This design comes from an exercise in tuning for small area, a short achievable clock period and few clock cycles per item on the open sky130 flow, not from production work.
In this exercise RTL edits were held to simulation tests only and were not proved equivalent to the original.
The clock port is modelled as an ideal driver; clocking choices that lean on that would not hold on a real chip.
Power and IR drop assume default switching activity.

**flow/config.mk**
```make
export PLATFORM = sky130hd
export DESIGN_NAME = xt1_c1_enc
export DESIGN_NICKNAME = xt1_c1_enc
export VERILOG_FILES = /design/flow/design.v
export SDC_FILE = /design/flow/constraint.sdc
export NUM_CORES = 4
export LEC_CHECK = 0
export CAP_MARGIN = 20
export CORE_MARGIN = 2
export CORE_UTILIZATION = 55
export PLACE_DENSITY = 0.65
export SLEW_MARGIN = 20
```
**flow/constraint.sdc**
```tcl
create_clock -name core_clock -period 10.0 [get_ports {clk}]
set_input_delay 2.0000 -clock core_clock [delete_from_list [all_inputs] [get_ports {clk}]]
set_output_delay 2.0000 -clock core_clock [all_outputs]
set_load 0.01 [all_outputs]
```
**flow/design.v**
```verilog
module xt1_c1_enc (
  input  wire       clk,
  input  wire       rst,         
  input  wire       in_valid,
  output wire       in_ready,
  input  wire [7:0] in_data,     
  output reg        out_valid,
  output reg  [7:0] out_data     
);
  reg  [4:0] phase;              
  reg  [9:0] cnt;                
  reg        rdy;                
  reg        vq;                 
  reg  [7:0] dq;                 
  reg        clr_rev;            
  reg        sh_rev;             
  reg        oact;               
  reg  [6:0] ocnt;               
  assign in_ready = rdy;
  wire acc    = in_valid && rdy;
  wire last   = (phase == 5'd31) && (cnt[9:5] == 5'd31);
  wire ph_end = (phase == 5'd31);
  always @(posedge clk) begin
    if (rst) begin
      phase   <= 5'd0;
      cnt     <= 10'd0;
      rdy     <= 1'b1;
      vq      <= 1'b0;
      clr_rev <= 1'b1;
      sh_rev  <= 1'b0;
      oact    <= 1'b0;
      ocnt    <= 7'd0;
    end else begin
      phase <= phase + 5'd1;
      cnt   <= cnt + {9'd0, vq};
      vq    <= acc;
      if (acc)
        rdy <= !last;
      else
        rdy <= !vq && (phase + 5'd1 == cnt[4:0]) && (!oact || ocnt == 7'd126);
      if (ph_end) begin
        clr_rev <= oact && (ocnt == 7'd126);
        sh_rev  <= acc && (cnt[9:5] != 5'd31);
      end
      if (vq && cnt == 10'd1023) begin
        oact <= 1'b1;
        ocnt <= 7'd0;
      end else if (oact) begin
        ocnt <= ocnt + 7'd1;
        if (ocnt == 7'd127)
          oact <= 1'b0;
      end
    end
  end
  always @(posedge clk)
    dq <= in_data;
  wire [7:0] gd = vq ? dq : 8'd0;
  reg  [255:0] x0, x1, x2, x3;
  function [7:0] rot;
    input [7:0] s0, b1, b2;
    input integer d;
    reg [23:0] w;
    begin
      w   = {s0, b1, b2};
      rot = w[16 - d +: 8];
    end
  endfunction
  reg [7:0] p1_1, p1_2, p1_3, p2_3;
  always @(posedge clk) begin
    p1_1 <= x1[7:0];
    p1_2 <= x2[7:0];
    p1_3 <= x3[7:0];
    p2_3 <= p1_3;
  end
  wire ph0  = (phase == 5'd0);
  wire ph01 = (phase[4:1] == 4'd0);
  wire [7:0] b1_1 = ph0  ? (x1[255:248] ^ gd) : p1_1;
  wire [7:0] b1_2 = ph0  ? (x2[255:248] ^ gd) : p1_2;
  wire [7:0] b1_3 = ph0  ? (x3[255:248] ^ gd) : p1_3;
  wire [7:0] b2_3 = ph01 ? x3[247:240] : p2_3;
  wire [7:0] w0 = clr_rev ? 8'd0 : x0[7:0];
  wire [7:0] w1 = clr_rev ? 8'd0 : sh_rev ? rot(x1[7:0], b1_1, 8'd0, 2)  : x1[7:0];
  wire [7:0] w2 = clr_rev ? 8'd0 : sh_rev ? rot(x2[7:0], b1_2, 8'd0, 6)  : x2[7:0];
  wire [7:0] w3 = clr_rev ? 8'd0 : sh_rev ? rot(x3[7:0], b1_3, b2_3, 14) : x3[7:0];
  always @(posedge clk) begin
    x0 <= {w0, x0[255:248] ^ gd, x0[247:8]};
    x1 <= {w1, x1[255:248] ^ gd, x1[247:8]};
    x2 <= {w2, x2[255:248] ^ gd, x2[247:8]};
    x3 <= {w3, x3[255:248] ^ gd, x3[247:8]};
  end
  function xbit;
    input [255:0] x;
    input integer p;             
    begin
      xbit = x[(p + 248) % 256];
    end
  endfunction
  reg [8:0] pp;                  
  reg [7:0] l0, l1, l3;
  integer   b;
  always @* begin
    for (b = 0; b < 9; b = b + 1)
      pp[b] = xbit(x0, b) ^ xbit(x1, b + 63) ^ xbit(x2, b + 189) ^ xbit(x3, b + 185);
    for (b = 0; b < 8; b = b + 1) begin
      l0[b] = xbit(x0, b);
      l1[b] = xbit(x1, b + 63);
      l3[b] = xbit(x3, b + 185);
    end
  end
  always @(posedge clk) begin
    if (rst)
      out_valid <= 1'b0;
    else
      out_valid <= oact;
    case (ocnt[6:5])
      2'd0: out_data <= pp[7:0];
      2'd1: out_data <= l0 ^ pp[8:1];
      2'd2: out_data <= l0 ^ l1 ^ pp[8:1];
      default: out_data <= l3 ^ pp[8:1];
    endcase
  end
endmodule
```
**flow/run.sh**
```bash
#!/bin/bash
# synth_recipe.tcl (not shown) runs the flow's synth.tcl, then flattens the netlist and writes it again
# the make line also repeats each setting of config.mk as NAME=value (left out here)
make -C /OpenROAD-flow-scripts/flow DESIGN_CONFIG=/design/flow/config.mk WORK_HOME=/design/flow/orfs CLKGATE_MAP_FILE= SYNTH_SCRIPT=/design/flow/synth_recipe.tcl finish
```
==> results of run 1 <==
flip-flops by register name (all words and copies together), names as in the netlist:
| register | flops |
|---|---|
| p1_1 | 2 |
| out_valid | 1 |
| sh_rev | 1 |
| clr_rev | 1 |
| phase | 5 |
| ocnt | 7 |
| cnt | 10 |
| p1_3 | 8 |
| x0 | 256 |
| x3 | 256 |
| oact | 1 |
| out_data | 8 |
| rdy | 1 |
| x2 | 256 |
| p2_3 | 6 |
| p1_2 | 6 |
| vq | 1 |
| x1 | 256 |
| dq | 8 |
logic make-up (layout without fill, tap and decap cells):
| kind of cell | count (synthesis) | after routing | synth area share |
|---|---|---|---|
| other | 0 | 1 | 0 |
| buffers and inverters | 22 | 201 | 0.00350 |
| AND/OR/NAND/NOR | 136 | 136 | 0.0292 |
| AO/OA/AOI/OAI | 53 | 53 | 0.0146 |
| multiplexers | 14 | 14 | 0.00584 |
| adder cells (fa/ha/maj) | 10 | 10 | 0.00522 |
| XOR/XNOR | 87 | 87 | 0.0318 |
| flip-flops | 1090 | 1090 | 0.910 |
cell type report:
cell class,count,share of cell area
Antenna cell,1,0.0000885
Sequential cell,1090,0.772
Multi-Input combinational cell,300,0.0735
Clock buffer,135,0.0987
Tap cell,585,0.0259
Clock inverter,36,0.0211
Inverter,8,0.00106
Timing Repair Buffer,22,0.00761
per-stage QoR:
step                total power [uW]  area [um^2]  std cells  worst slack [ns]  hold WS (ns)
floorplan                       4690        24000       1412              7.26         0.310
global placement                4740        24900       2005              6.48         0.310
detailed placement              4740        24900       2005              6.42         0.312
CTS                             8550        28300       2176              6.43         0.313
global route                    8740        28300       2176              6.42         0.319
finish                          8450        28300       2177              6.48         0.313
cells in the mapped netlist (3+ instances only):
library cell,number
nand2_1,26
inv_1,8
a211oi_1,8
a21oi_1,13
nand4_1,7
nor2b_1,14
and3_1,5
clkbuf_1,9
dfxtp_1,1090
o21ai_0,8
xor2_1,20
nor3_1,3
o211ai_1,17
nor2_1,37
mux2i_1,14
or2_2,10
nand3_1,13
ha_1,10
buf_1,4
nand2b_1,18
xnor2_1,67
power groups by stage:
stage,logic [uW],registers (uW),clock network [uW]
2_1_floorplan,46.1,4640,0
3_3_place_gp,75.2,4660,0
3_5_place_dp,76.8,4670,0
4_1_cts,77.3,4570,3900
5_1_grt,82.9,4580,4070
6_report,75.9,4570,3800
per-layer routing:
layer	part of all wire	vias up
met5	0	-
met4	0.027	0
met3	0.040	62
met2	0.41	140
met1	0.52	4413
li1	-	4689
worst min path at each step:
stage	end	slack, ns	cells after the start	start
after floorplan	p2_3[2]	0.31	0	p1_3[2]
after global placement	x1[40]	0.31	0	x1[48]
after detailed placement	x0[85]	0.31	0	x0[93]
after CTS	x3[193]	0.31	0	x3[201]
after global routing	x3[39]	0.32	0	x3[47]
final	x3[193]	0.31	0	x3[201]
layout by cell type (no fill, tap or decap), types with 2 or more instances in the layout:
cell / n
a211oi_1: 8
a21oi_1: 13
and3_1: 5
buf_4: 2
bufinv_16: 15
clkbuf_1: 16
clkbuf_16: 97
clkbuf_8: 22
clkdlybuf4s50_1: 20
clkinv_2: 13
clkinv_4: 2
clkinv_8: 2
clkinvlp_4: 3
dfxtp_1: 1089
ha_1: 10
inv_1: 8
mux2i_1: 14
nand2_1: 26
nand2b_1: 18
nand3_1: 13
nand4_1: 7
nor2_1: 37
nor2b_1: 14
nor3_1: 3
o211ai_1: 17
o21ai_0: 8
or2_2: 10
xnor2_1: 67
xor2_1: 20
==> flow_summary_export.csv, run 1 <==
group,metric,value,unit
power,pwr-share-seq,0.541,
clock_network,clk_pin_slew,0.06,ns
setup_path,reg2reg_slack,7.31,ns
route,wire_per_inst,13.9,um
yosys,synthFlopType,"dfxtp_1",
setup_path,path_max_fanout,2,
clock_network,ctsResizeCount,0,
placed_design,dp_hpwl,17.3,mm
floorplanning,die_h,213,um
clock_network,cts_sinks,1090,
clock_network,cts-hold-fix-buffers,0,
placed_design,place.gp.congestion,0.728,
finish,drive_above_1_share,0.107,
yosys,ys_ff_latch,1090,
global_route,grt_overflow_total,0,
setup_path,setup.worst_path.start_class,"register",
finish,seq_area,0.0218,mm^2
setup_path,path_class,"register to output pin",
power,power.density,299,mW/mm^2
yosys,synthesis.area,0.0240,mm^2
clock_network,cts-root-buf,"clkbuf_16",
route,firstDrtPassIters,4,
yosys,synth_async_sr_flop_share,0,
setup_path,rr_worst_depth,6,
power,switching_share,0.185,
timing,fin_setup_tns,0,ns
clock_network,clkLatencyLatePin,0.61,ns
global_route,grt_use_met2,0.201,
global_route,grt_pass1_vias,9333,
setup_path,cp_slowest_cell,"clkdlybuf4s50_1",
floorplanning,io_pins,21,
power,p_int,6890,uW
yosys,netlist.area_leader.share,0.910,
setup_path,cp.depth,1,
yosys,ys_warn_count,1,
timing,post-route-period-util,0.352,
timing,grt_setup_unrepaired,"no",
outcome,status,"no timing/DRC/antenna violations",
global_route,antenna_found_initial,1,
yosys,synth.avg_cell_area,17.0,um^2
timing,clock-skew-final,0.0163,ns
global_route,grtUsageTotal,0.140,
timing,slew_violations,0,
power,p_leak,0.0113,uW
power,p_sw,1560,uW
setup_path,r2r_end,"out_data[6]",
route,num_vias,9304,
floorplanning,start_util,0.557,
finish,nFillCells,2950,
finish,area_growth_syn_to_layout,17.9,%
timing,fmax,284,MHz
route,wirelength,30.2,mm
floorplanning,die_area,0.0453,mm^2
floorplanning,num_rows,76,
finish,multiInputGateArea,0.00208,mm^2
setup_path,timing.rr.start,"ocnt[5]",
setup_path,cp_data_arrival_time,1.52,ns
setup_path,endpoint,"in_ready",
global_route,grt_use_met1,0.199,
yosys,ys_seq_area_frac,0.910,
clock_network,h-tree-depth,3,
yosys,synthDistinctLibCells,32,
clock_network,cts_setup_buffers,0,
route,vias_per_cell,4.27,
power,ir_worst_vdd,0.166,mV
setup_path,endpoint_kind,"output pin",
setup_path,critPathMaxStageDelay,0.56,ns
setup_path,startpoint,"rdy",
global_route,grt_pass1_wl,48.3,mm
global_route,busiest_layer,"met2",
clock_network,clockBufferDepth,3,
power,clkPwrFrac,0.450,
yosys,synth_edf_count,0,
route,drc,0,
finish,nNetsFinal,1537,
route,antenna_left,0,
setup_path,crit_family,"buffers and inverters",
timing,min_period,3.52,ns
floorplanning,die_width,213,um
route,drt_iter0_markers,362,
global_route,grtUsageMet3,0.0410,
timing,max-slew-margin-rel,0.447,
yosys,synth_area_leaders,"dfxtp_1, xnor2_1, xor2_1",
yosys,synth.net_count,1433,
timing,finalSetupViolCount,0,
placed_design,portBuffers,20,
finish,utilization,0.656,
timing,hold_viol_final,0,
setup_path,required,8.00,ns
power,power_frac_comb,0.009,
yosys,synth.largest_area_cell,"dfxtp_1",
setup_path,crit_buf_inv,1,
setup_path,path_cells,"clkdlybuf4s50_1",
clock_network,cts_tree,"yes",
clock_network,cts_inserted_buffers,94,
min_path,min_path_type,"register to register",
yosys,synth_cells,1412,
global_route,grt_max_degree,41,
flow_run,drv_cap,0,
floorplanning,coreArea,0.0431,mm^2
timing,tightestPinTransition,0.829,ns
Testbench counts, summed over its fixed seeds: cycles 55,304, codewords 48.
==> run 2, diff against run 1 <==
==> flow/flow/run.sh (new file) <==
#!/bin/bash
# Own layout flow: the standard flow with
#  - port buffers of a fast cell (buf_4) instead of the default pick,
#  - clock tree without dummy loads and with its own buffer list,
set -euo pipefail
W=$(pwd)
F=$W/flow
export BUFFER_PORTS_ARGS="-buffer_cell sky130_fd_sc_hd__buf_4"
export CTS_ARGS="-sink_clustering_enable -repair_clock_nets -dont_use_dummy_load ${CTS_BUFS:+-buf_list {$CTS_BUFS}}"
export POST_CTS_TCL=$F/post_cts.tcl
export SETUP_EXTRA_MARGIN=${SETUP_EXTRA_MARGIN:-7.5}
bash standard.sh > $W/standard_flow.log 2>&1
==> flow/flow/post_cts.tcl (new file) <==
# Extra setup repair after CTS: aim for slack well beyond the 10 ns clock.
estimate_parasitics -placement
repair_timing -setup -setup_margin $::env(SETUP_EXTRA_MARGIN) -repair_tns 100 -verbose
detailed_placement
check_placement -verbose
report_worst_slack -max
==> flow/standard.sh (new file) <==
#!/bin/bash
# synth_recipe.tcl (not shown) runs the flow's synth.tcl, then flattens the netlist and writes it again
# the make line also repeats each setting of config.mk as NAME=value (left out here)
make -C /OpenROAD-flow-scripts/flow DESIGN_CONFIG=/design/flow/config.mk WORK_HOME=/design/flow/orfs CLKGATE_MAP_FILE= SYNTH_SCRIPT=/design/flow/synth_recipe.tcl "${@:-finish}"
removed: flow/run.sh
==> flow_summary_export.csv, run 2 <==
group,metric,value,unit
outcome,haltStage,"clock tree synthesis",
placed_design,dp.cells,2005,
yosys,ys_warn_count,1,
yosys,synth.avg_cell_area,17.0,um^2
outcome,error,"[ERROR STA-0564] clock_tree_synthesis positional arguments not supported.",
yosys,synth_cells,1412,
yosys,synth.largest_area_cell,"dfxtp_1",
placed_design,portBuffers,20,
yosys,ys_seq_area_frac,0.910,
yosys,netlist.area_leader.share,0.910,
yosys,synth_area_leaders,"dfxtp_1, xnor2_1, xor2_1",
yosys,ys_ff_latch,1090,
outcome,status,"aborted with a tool error",
placed_design,dp_hpwl,16.8,mm
floorplanning,num_rows,76,
placed_design,pre_cts_slack,7.01,ns
placed_design,place.gp.congestion,0.746,
floorplanning,start_util,0.557,
floorplanning,io_pins,21,
yosys,synth.net_count,1433,
yosys,synth_async_sr_flop_share,0,
yosys,ys_top_cells_by_count,"dfxtp_1, xnor2_1, nor2_1, nand2_1, xor2_1",
yosys,synthesis.area,0.0240,mm^2
floorplanning,die_h,213,um
yosys,synthFlopType,"dfxtp_1",
floorplanning,die_width,213,um
yosys,synthDistinctLibCells,32,
yosys,yosysMostFrequentCell,"dfxtp_1",
yosys,synth_edf_count,0,
run 2: cell counts after synthesis:
No cell type changed its count.
run 2: logic make-up after synthesis:
| family | after synthesis | share of synthesized area |
|---|---|---|
| mux | 14 | 0.00584 |
| xor+xnor | 87 | 0.0318 |
| simple gates | 136 | 0.0292 |
| buf+inv | 22 | 0.00350 |
| flops | 1090 | 0.910 |
| fa+ha+maj | 10 | 0.00522 |
| compound gates | 53 | 0.0146 |
run 2: worst max-delay path by stage:
stage / start / endpoint / slack [ns]
global placement: in_valid / rdy / 7.04
detailed placement: in_valid / rdy / 7.01
floorplan: in_valid / rdy / 7.26
run 2: power groups by stage:
| stage | logic, uW | clock network [uW] | registers (uW) |
|---|---|---|---|
| after floorplan | 46.1 | 0 | 4640 |
| after detailed placement | 73.4 | 0 | 4670 |
| after global placement | 72.6 | 0 | 4660 |
run 2: stage by stage:
stage	cell area [um^2]	util
detailed placement	24800	0.576
floorplan	24000	-
global placement	24800	0.576
==> run 3, diff against run 2 <==
--- a/flow/flow/run.sh
+++ b/flow/flow/run.sh
@@ -7,5 +7,7 @@
 F=$W/flow
 export BUFFER_PORTS_ARGS="-buffer_cell sky130_fd_sc_hd__buf_4"
-export CTS_ARGS="-sink_clustering_enable -repair_clock_nets -dont_use_dummy_load ${CTS_BUFS:+-buf_list {$CTS_BUFS}}"
+CTS_ARGS="-sink_clustering_enable -repair_clock_nets -dont_use_dummy_load"
+if [[ -n "${CTS_BUFS:-}" ]]; then CTS_ARGS="$CTS_ARGS -buf_list {$CTS_BUFS}"; fi
+export CTS_ARGS
 export POST_CTS_TCL=$F/post_cts.tcl
 export SETUP_EXTRA_MARGIN=${SETUP_EXTRA_MARGIN:-7.5}
==> flow_summary_export.csv, run 3 <==
group,metric,value,unit
setup_path,required,8.00,ns
floorplanning,io_pins,21,
yosys,ys_ff_latch,1090,
route,antenna_left,0,
route,num_vias,9191,
outcome,status,"no timing/DRC/antenna violations",
yosys,netlist.area_leader.share,0.910,
timing,slew_violations,0,
global_route,grtUsageTotal,0.136,
yosys,synthesis.area,0.0240,mm^2
global_route,antenna_found_initial,1,
setup_path,cp_data_arrival_time,1.04,ns
placed_design,dp_hpwl,16.8,mm
placed_design,place.gp.congestion,0.746,
placed_design,dp.cells,2005,
route,wirelength,29.4,mm
route,drc,0,
power,ir_worst_vdd,0.182,mV
clock_network,clkLatencyLatePin,0.61,ns
route,firstDrtPassIters,4,
route,drt_iter0_markers,546,
timing,grt_setup_unrepaired,"no",
yosys,ys_seq_area_frac,0.910,
timing,hold_ws,0.286,ns
yosys,synth.net_count,1433,
finish,mostFrequentLayoutCells,"dfxtp_1, clkbuf_16, xnor2_1, nor2_1, nand2_1",
timing,tightestPinTransition,0.818,ns
route,wire_per_inst,14.0,um
floorplanning,num_rows,76,
finish,finalInstanceArea,0.0272,mm^2
setup_path,critPathMaxStageDelay,0.33,ns
yosys,synthDistinctLibCells,32,
setup_path,setup.worst_path.start_class,"register",
timing,clock-skew-final,0.0508,ns
timing,fin_setup_tns,0,ns
timing,fmax,329,MHz
setup_path,reg2reg_slack,7.63,ns
placed_design,portBuffers,20,
yosys,synth_xor_area_frac,0.0318,
power,p_leak,0.0108,uW
global_route,grt_pass1_vias,9093,
setup_path,endpoint_kind,"output pin",
yosys,synth.avg_cell_area,17.0,um^2
yosys,synth_async_sr_flop_share,0,
finish,mostFrequentLayoutCell,"dfxtp_1",
finish,nFillCells,3056,
setup_path,path_class,"register to output pin",
flow_run,drv_cap,0,
timing,max-slew-margin-rel,0.455,
finish,drive_above_1_share,0.0905,
yosys,yosysMostFrequentCell,"dfxtp_1",
yosys,synth_area_leaders,"dfxtp_1, xnor2_1, xor2_1",
clock_network,cts_sinks,1090,
timing,hold_viol_final,0,
yosys,synth_cells,1412,
yosys,synthFlopType,"dfxtp_1",
finish,nNetsFinal,1536,
yosys,synthMuxAreaShare,0.00584,
floorplanning,die_width,213,um
yosys,synth_top_family_by_area,"XOR/XNOR gates",
setup_path,crit_family,"flip-flops",
global_route,grt_overflow_total,0,
min_path,min_path_type,"register to register",
clock_network,cts_tree,"yes",
global_route,grt_max_degree,41,
power,power,7590,uW
setup_path,path_max_fanout,2,
placed_design,post_dp_cell_area,0.0248,mm^2
finish,area_growth_syn_to_layout,13.5,%
yosys,ys_top_cells_by_count,"dfxtp_1, xnor2_1, nor2_1, nand2_1, xor2_1",
setup_path,path_cells,"buf_6",
yosys,synth_fa_ha_area_frac,0.00522,
finish,fin_cells,2100,
yosys,synth-simple-area-share,0.0292,
route,vias_per_cell,4.38,
floorplanning,die_area,0.0453,mm^2
yosys,synth_compound_area_frac,0.0146,
floorplanning,start_util,0.557,
setup_path,crit_buf_inv,1,
floorplanning,die_h,213,um
floorplanning,coreArea,0.0431,mm^2
timing,post-route-period-util,0.304,
power,power.density,279,mW/mm^2
timing,min_period,3.04,ns
yosys,synth.largest_area_cell,"dfxtp_1",
global_route,grt_pass1_wl,46.8,mm
setup_path,cp_slowest_cell,"dfxtp_2",
clock_network,clk_pin_slew,0.06,ns
yosys,synth_edf_count,0,
timing,finalSetupViolCount,0,
yosys,ys_warn_count,1,
run 3: cell counts after synthesis:
No cell type changed its count.
run 3: cell type report:
class | count | area [um^2] | area share
clock buffers | 93 | 2330 | 0.0855
flip-flops and latches | 1090 | 21800 | 0.802
well taps | 585 | 732 | 0.0269
diodes | 2 | 5.00 | 0.000184
multi-input cells | 300 | 2080 | 0.0764
repair buffers | 22 | 203 | 0.00745
inverters | 8 | 30.0 | 0.00110
run 3: worst paths after layout:
kind / from / end / depth (start not counted)
hold / removal: x0[214] / x0[206] / 0
setup reg to reg: ocnt[5] / out_data[7] / 6
hold reg to reg: x0[214] / x0[206] / 0
setup / recovery: rdy / in_ready / 1
run 3: metrics by stage:
step / setup slack (ns) / utilization
after global routing: 6.92 / 0.632
after floorplan: 7.26 / -
after detailed placement: 7.01 / 0.576
after global placement: 7.04 / 0.576
final: 6.96 / 0.632
run 3: per-layer routing:
metal / share of wire / up-vias / GRT usage
li1: - / 4599 / -
met1: 0.51 / 4368 / 0.197
met2: 0.41 / 148 / 0.192
met3: 0.049 / 76 / 0.0368
met4: 0.029 / 0 / 0.0600
met5: 0 / - / 0
run 3: cell families (layout without fill, tap and decap cells):
| kind of cell | Yosys count | in the layout |
|---|---|---|
| other | 0 | 2 |
| and+or+nand+nor | 136 | 136 |
| AOI/OAI and AO/OA | 53 | 53 |
| buffers and inverters | 22 | 123 |
| xor gates and xnor gates | 87 | 87 |
| adders and majority gates | 10 | 10 |
| DFF | 1090 | 1090 |
| muxes | 14 | 14 |
run 3: where the power goes:
part	leakage [uW]	switching, uW	internal [uW]	total (uW)
clock	0.00115	1310	1630	2940
sequential	0.00891	51.0	4520	4570
combinational	0.000780	37.9	37.6	75.5
total	0.0108	1400	6190	7590
==> run 4, diff against run 3 <==
--- a/flow/design.v
+++ b/flow/design.v
@@ -16,5 +16,5 @@
   reg        sh_rev;             
   reg        oact;               
-  reg  [6:0] ocnt;               
+  reg  [1:0] orev;               
   assign in_ready = rdy;
   wire acc    = in_valid && rdy;
@@ -30,5 +30,5 @@
       sh_rev  <= 1'b0;
       oact    <= 1'b0;
-      ocnt    <= 7'd0;
+      orev    <= 2'd0;
     end else begin
       phase <= phase + 5'd1;
@@ -38,15 +38,15 @@
         rdy <= !last;
       else
-        rdy <= !vq && (phase + 5'd1 == cnt[4:0]) && (!oact || ocnt == 7'd126);
+        rdy <= !vq && (phase + 5'd1 == cnt[4:0]) && (!oact || (orev == 2'd3 && ph_end));
       if (ph_end) begin
-        clr_rev <= oact && (ocnt == 7'd126);
+        clr_rev <= oact && (orev == 2'd3);
         sh_rev  <= acc && (cnt[9:5] != 5'd31);
       end
       if (vq && cnt == 10'd1023) begin
         oact <= 1'b1;
-        ocnt <= 7'd0;
-      end else if (oact) begin
-        ocnt <= ocnt + 7'd1;
-        if (ocnt == 7'd127)
+        orev <= 2'd0;
+      end else if (oact && phase == 5'd0) begin
+        orev <= orev + 2'd1;
+        if (orev == 2'd3)
           oact <= 1'b0;
       end
@@ -113,5 +113,5 @@
     else
       out_valid <= oact;
-    case (ocnt[6:5])
+    case (orev)
       2'd0: out_data <= pp[7:0];
       2'd1: out_data <= l0 ^ pp[8:1];
==> flow/flow/run.sh (replaced) <==
#!/bin/bash
# Own layout flow: the standard flow (standard.sh) with
#  - port buffers of a fast cell instead of the default pick,
#  - a clock tree without dummy loads, with its own clustering,
set -euo pipefail
W=$(pwd)
F=$W/flow
source $F/knobs.sh
export BUFFER_PORTS_ARGS="-buffer_cell $PORT_BUF"
CTS_ARGS="-sink_clustering_enable -repair_clock_nets -dont_use_dummy_load $CTS_EXTRA"
if [[ -n "${CTS_BUFS:-}" ]]; then CTS_ARGS="$CTS_ARGS -buf_list {$CTS_BUFS}"; fi
export CTS_ARGS
export POST_CTS_TCL=$F/post_cts.tcl
export SETUP_EXTRA_MARGIN
bash standard.sh > $W/standard_flow.log 2>&1
==> flow/flow/knobs.sh (new file) <==
PORT_BUF=sky130_fd_sc_hd__buf_4
CTS_EXTRA="-sink_clustering_size 20 -sink_clustering_max_diameter 60"
CTS_BUFS=""
SETUP_EXTRA_MARGIN=7.6
--- a/flow/config.mk
+++ b/flow/config.mk
@@ -8,5 +8,5 @@
 export CAP_MARGIN = 20
 export CORE_MARGIN = 2
-export CORE_UTILIZATION = 55
-export PLACE_DENSITY = 0.65
+export CORE_UTILIZATION = 70
+export PLACE_DENSITY = 0.8
 export SLEW_MARGIN = 20
==> flow_summary_export.csv, run 4 <==
group,metric,value,unit
yosys,synth_fa_ha_area_frac,0.00474,
timing,slew_violations,0,
route,drc,0,
floorplanning,start_util,0.711,
yosys,synth_area_leaders,"dfxtp_1, xnor2_1, mux2i_1",
min_path,min_path_type,"register to register",
route,antenna_left,0,
clock_network,clkLatencyLatePin,0.59,ns
yosys,synthesis.area,0.0238,mm^2
yosys,ys_top_cells_by_count,"dfxtp_1, xnor2_1, nand2_1, nor2_1, nand2b_1",
floorplanning,coreArea,0.0334,mm^2
floorplanning,io_pins,21,
global_route,grt_pass1_wl,53.0,mm
timing,min_period,3.06,ns
setup_path,endpoint_kind,"output pin",
yosys,synth_top_family_by_area,"XOR/XNOR gates",
finish,mostFrequentLayoutCells,"dfxtp_1, xnor2_1, clkbuf_16, nand2_1, nor2_1",
yosys,synth.avg_cell_area,17.1,um^2
yosys,synth_xor_area_frac,0.0287,
power,p_leak,0.0103,uW
outcome,status,"no timing/DRC/antenna violations",
yosys,ys_seq_area_frac,0.914,
route,num_vias,9065,
setup_path,path_class,"register to output pin",
yosys,synth.net_count,1409,
power,p_sw,1320,uW
yosys,synth_edf_count,0,
global_route,grtUsageTotal,0.199,
finish,mostFrequentLayoutCell,"dfxtp_1",
route,vias_per_cell,4.76,
setup_path,critPathMaxStageDelay,0.36,ns
timing,post-route-period-util,0.306,
clock_network,cts_tree,"yes",
placed_design,dp_hpwl,18.7,mm
setup_path,path_cells,"buf_6",
global_route,grt_pass1_vias,9621,
power,switching_share,0.191,
power,p_int,5590,uW
route,drt_iter0_markers,466,
setup_path,setup.worst_path.start_class,"register",
yosys,synth-simple-area-share,0.0271,
global_route,grt_max_degree,42,
timing,finalSetupViolCount,0,
timing,max-slew-margin-rel,0.212,
finish,finalInstanceArea,0.0260,mm^2
finish,drive_above_1_share,0.0707,
floorplanning,die_width,188,um
setup_path,path_max_fanout,1,
yosys,synth_compound_area_frac,0.0160,
yosys,synth_async_sr_flop_share,0,
power,power,6920,uW
power,power.density,266,mW/mm^2
finish,nFillCells,1702,
global_route,antenna_found_initial,5,
timing,fmax,327,MHz
yosys,ys_ff_latch,1085,
placed_design,post_dp_cell_area,0.0244,mm^2
finish,nNetsFinal,1478,
yosys,yosysMostFrequentCell,"dfxtp_1",
route,wire_per_inst,17.6,um
power,pwr-share-seq,0.659,
timing,clock-skew-final,0.0331,ns
finish,utilization,0.777,
yosys,netlist.area_leader.share,0.914,
timing,hold_viol_final,0,
power,ir_worst_vdd,0.209,mV
floorplanning,die_area,0.0355,mm^2
floorplanning,die_h,188,um
finish,num_antenna_cells,0,
timing,grt_setup_unrepaired,"no",
setup_path,crit_family,"flip-flops",
clock_network,cts_sinks,1085,
floorplanning,num_rows,67,
setup_path,cp_data_arrival_time,1.06,ns
setup_path,cp_slowest_cell,"dfxtp_2",
timing,fin_setup_tns,0,ns
power,power_frac_comb,0.011,
finish,area_growth_syn_to_layout,9.33,%
placed_design,place.gp.congestion,0.772,
yosys,synthMuxAreaShare,0.00632,
placed_design,portBuffers,20,
timing,tightestPinTransition,1.18,ns
yosys,synthFlopType,"dfxtp_1",
global_route,grt_overflow_total,0,
clock_network,clk_pin_slew,0.08,ns
yosys,synth.largest_area_cell,"dfxtp_1",
power,clkPwrFrac,0.330,
route,firstDrtPassIters,4,
flow_run,drv_cap,0,
route,wirelength,33.6,mm
yosys,synthDistinctLibCells,34,
setup_path,required,8.00,ns
yosys,ys_warn_count,1,
yosys,synth_cells,1389,
setup_path,crit_buf_inv,1,
## run 4: changes by cell type in the layout (fill, tap and decap cells not counted), sizes merged, moves of 3 or more
cell,change
xnor2,-4
or3,+4
o21ai,+4
nor3,+3
inv,-3
a21oi,+4
and3,-4
dfxtp,-5
xor2,-5
nor2,-13
clkbuf,-33
nand4,-5
## run 4: power groups by stage
stage | Clock, uW | Combinational, uW | Sequential (uW)
2_1_floorplan | 0 | 45.7 | 4620
3_3_place_gp | 0 | 69.4 | 4640
3_5_place_dp | 0 | 71.9 | 4650
5_1_grt | 2490 | 82.7 | 4570
6_report | 2280 | 76.3 | 4560
## run 4: cells by family (layout without fill, tap and decap cells)
kind of cell	after synthesis	in the layout
compound gates	59	59
xor+xnor	78	78
mux	15	15
fa+ha+maj	9	9
simple gates	122	122
buf+inv	21	88
flops	1085	1085
## run 4: cell type report
| type | count | area [um^2] | share of cell area |
|---|---|---|---|
| inverters | 5 | 18.8 | 0.000722 |
| flip-flops and latches | 1085 | 21700 | 0.836 |
| multi-input cells | 283 | 1970 | 0.0759 |
| well taps | 448 | 561 | 0.0216 |
| repair buffers | 23 | 206 | 0.00794 |
| clock buffers | 60 | 1500 | 0.0578 |
## run 4: worst paths after layout
check	slack [ns]	cells after the start	endpoint	startpoint
max	6.94	1	out_data[5]	out_data[5]
min	0.31	0	x2[25]	x2[33]
max reg2reg	7.64	6	out_data[0]	orev[0]
min reg2reg	0.31	0	x2[25]	x2[33]
## run 4: metal layers
metal / wire length, um / track usage
met3: 1380 / 0.0371
met4: 626 / 0.0597
met1: 15000 / 0.258
met2: 16600 / 0.343
met5: 0 / 0
## run 4: through the flow
step / std cells / setup slack (ns) / hold WS, ns
final: 1904 / 6.94 / 0.311
after global routing: 1904 / 6.90 / 0.318
after detailed placement: 1843 / 7.31 / 0.312
after global placement: 1843 / 7.32 / 0.310
after floorplan: 1389 / 7.44 / 0.310
## run 4: worst reg2reg max path: stages, from the launching register on
cell      delay, ns
dfxtp_1        0.37
inv_1          0.10
ha_2           0.55
nand2_1        0.31
o211ai_1       0.29
xnor2_1        0.09
o21ai_0        0.44
Testbench counts of run 4, summed over its fixed seeds: cycles 55,304, codewords 48.
==> run 5, diff against run 4 <==
==> flow/flow/knobs.sh (replaced) <==
PORT_BUF=sky130_fd_sc_hd__buf_4
CTS_EXTRA="-sink_clustering_size 30 -sink_clustering_max_diameter 100"
CTS_BUFS=""
SETUP_EXTRA_MARGIN=7.6
--- a/flow/config.mk
+++ b/flow/config.mk
@@ -8,5 +8,5 @@
 export CAP_MARGIN = 20
 export CORE_MARGIN = 2
-export CORE_UTILIZATION = 70
-export PLACE_DENSITY = 0.8
+export CORE_UTILIZATION = 55
+export PLACE_DENSITY = 0.65
 export SLEW_MARGIN = 20
==> flow_summary_export.csv, run 5 <==
group,metric,value,unit
finish,seq_area,0.0217,mm^2
clock_network,clkLatencyLatePin,0.59,ns
setup_path,critPathMaxStageDelay,0.37,ns
yosys,synth_cells,1389,
timing,post-route-period-util,0.307,
timing,tightestPinTransition,0.886,ns
timing,fmax,326,MHz
yosys,netlist.area_leader.share,0.914,
timing,hold_viol_final,0,
setup_path,endpoint,"in_ready",
timing,finalSetupViolCount,0,
placed_design,post_dp_cell_area,0.0246,mm^2
global_route,grt_max_degree,42,
min_path,min_path_type,"register to register",
clock_network,cts_tree,"yes",
floorplanning,die_area,0.0449,mm^2
global_route,grt_pass1_wl,44.0,mm
route,wire_per_inst,14.0,um
timing,clock-skew-final,0.0594,ns
timing,max-slew-margin-rel,0.410,
setup_path,endpoint_kind,"output pin",
global_route,grt_pass1_vias,8310,
setup_path,timing.rr.start,"orev[1]",
outcome,status,"no timing/DRC/antenna violations",
finish,utilization,0.600,
setup_path,cp.depth,1,
route,drc,0,
floorplanning,die_h,212,um
route,antenna_left,0,
yosys,yosysMostFrequentCell,"dfxtp_1",
yosys,synth_area_leaders,"dfxtp_1, xnor2_1, mux2i_1",
power,power,6520,uW
floorplanning,coreArea,0.0429,mm^2
clock_network,clk_pin_slew,0.10,ns
finish,mostFrequentLayoutCell,"dfxtp_1",
setup_path,setup.worst_path.start_class,"register",
route,wirelength,28.2,mm
timing,grt_setup_unrepaired,"no",
route,drt_iter0_markers,429,
finish,area_growth_syn_to_layout,8.16,%
yosys,ys_ff_latch,1085,
setup_path,required,8.00,ns
global_route,grt_overflow_total,0,
route,firstDrtPassIters,4,
setup_path,crit_family,"flip-flops",
yosys,synthesis.area,0.0238,mm^2
floorplanning,start_util,0.554,
finish,nNetsFinal,1458,
placed_design,place.gp.congestion,0.728,
placed_design,portBuffers,20,
setup_path,crit_buf_inv,1,
finish,multiInputGateArea,0.00198,mm^2
setup_path,path_cells,"buf_6",
yosys,synthFlopType,"dfxtp_1",
setup_path,rr_worst_depth,6,
floorplanning,num_rows,76,
global_route,antenna_found_initial,2,
flow_run,drv_cap,0,
finish,mostFrequentLayoutCells,"dfxtp_1, xnor2_1, clkbuf_16, nand2_1, nor2_1",
power,ir_worst_vdd,0.200,mV
setup_path,path_class,"register to output pin",
yosys,synth.avg_cell_area,17.1,um^2
setup_path,reg2reg_slack,7.86,ns
power,p_leak,0.0101,uW
setup_path,r2r_end,"out_data[7]",
finish,finalInstanceArea,0.0257,mm^2
global_route,grtUsageTotal,0.130,
yosys,ys_top_cells_by_count,"dfxtp_1, xnor2_1, nand2_1, nor2_1, nand2b_1",
setup_path,cp_slowest_cell,"dfxtp_2",
setup_path,cp_data_arrival_time,1.07,ns
yosys,synthDistinctLibCells,34,
placed_design,dp_hpwl,17.0,mm
route,num_vias,8628,
timing,fin_setup_tns,0,ns
clock_network,cts_sinks,1085,
setup_path,path_max_fanout,4,
power,power.density,253,mW/mm^2
timing,slew_violations,0,
yosys,synth_edf_count,0,
route,vias_per_cell,4.26,
yosys,synth_async_sr_flop_share,0,
finish,nFillCells,3204,
floorplanning,io_pins,21,
yosys,synth.net_count,1409,
yosys,ys_warn_count,1,
floorplanning,die_width,212,um
yosys,synth.largest_area_cell,"dfxtp_1",
setup_path,startpoint,"rdy",
finish,drive_above_1_share,0.0571,
timing,min_period,3.07,ns
yosys,ys_seq_area_frac,0.914,
-- run 5: cell counts after synthesis --
Identical to the previous run, type by type.
-- run 5: power breakdown --
part	switching, uW	internal, uW	leakage [uW]
Clock	1130	759	0.000518
Sequential	52.5	4500	0.00886
Combinational	37.9	36.9	0.000731
-- run 5: worst min-delay path by stage --
stage | slack, ns | from | end | depth (start not counted)
after detailed placement | 0.31 | x0[74] | x0[66] | 0
after floorplan | 0.31 | p1_3[2] | p2_3[2] | 0
final | 0.26 | x2[148] | x2[140] | 0
after global routing | 0.25 | x3[160] | x3[152] | 0
after global placement | 0.31 | x1[108] | x1[100] | 0
-- run 5: metrics by stage --
stage	worst slack, ns	hold WS, ns	instances
floorplan	7.44	0.310	1389
global placement	7.32	0.310	1979
detailed placement	7.32	0.312	1979
global route	6.86	0.252	2021
finish	6.93	0.260	2023
-- run 5: logic make-up (layout without fill, tap and decap cells) --
kind of cell | count (synthesis) | after routing | share of synthesized area
flops | 1085 | 1085 | 0.914
buf+inv | 21 | 68 | 0.00342
compound gates | 59 | 59 | 0.0160
simple gates | 122 | 122 | 0.0271
fa+ha+maj | 9 | 9 | 0.00474
mux | 15 | 15 | 0.00632
xor+xnor | 78 | 78 | 0.0287
other cells | 0 | 2 | 0
-- run 5: cell type report --
class	count	area share
sequential	1085	0.845
timing repair buffer	21	0.00759
antenna	2	0.000195
clock buffer	42	0.0409
multi-input combinational	283	0.0771
tap	585	0.0285
inverter	5	0.000730
-- run 5: per-layer routing --
metal | vias up | wire length (um) | part of all wire | track usage
met1 | 4051 | 14900 | 0.53 | 0.191
met4 | 0 | 787 | 0.028 | 0.0457
met2 | 91 | 11300 | 0.40 | 0.185
met5 | - | 0 | 0 | 0
met3 | 58 | 1240 | 0.044 | 0.0332
li1 | 4428 | - | - | -

-- afterwards: timing with drivers on the ports --
The results above use ideal ports. As a check the final layouts listed here were re-extracted and re-timed, cells and wires unchanged. Step 1 (the two cells are an assumption about what drives the block):
set clk [get_ports {clk}]
set_driving_cell -lib_cell sky130_fd_sc_hd__clkbuf_16 $clk
set_driving_cell -lib_cell sky130_fd_sc_hd__buf_2 [delete_from_list [all_inputs] $clk]
Step 2 moves the port delays by t, midway between the first and last clock arrival at a register: inputs arrive t later, outputs are due t later. That takes back most of the time a late clock gives input paths. Slacks: no drivers / after step 1 / after step 2; pairs: no drivers / after step 1.
run	shift t [ns]	slack for setup (ns)	worst setup path after step 2	clock arrival spread, ns
run 1	0.656	6.478 / 6.424 / 6.389	input to register	0.025 / 0.024
run 3	0.637	6.964 / 6.910 / 6.915	input to register	0.053 / 0.053
run 4	0.633	6.943 / 6.891 / 7.313	input to register	0.047 / 0.047
run 5	0.617	6.932 / 6.881 / 7.332	input to register	0.061 / 0.061
After both steps every run listed still meets setup and hold. The setup slack of run 1, which loses most, moves by -0.054 ns with the drivers and by -0.089 ns with both steps.
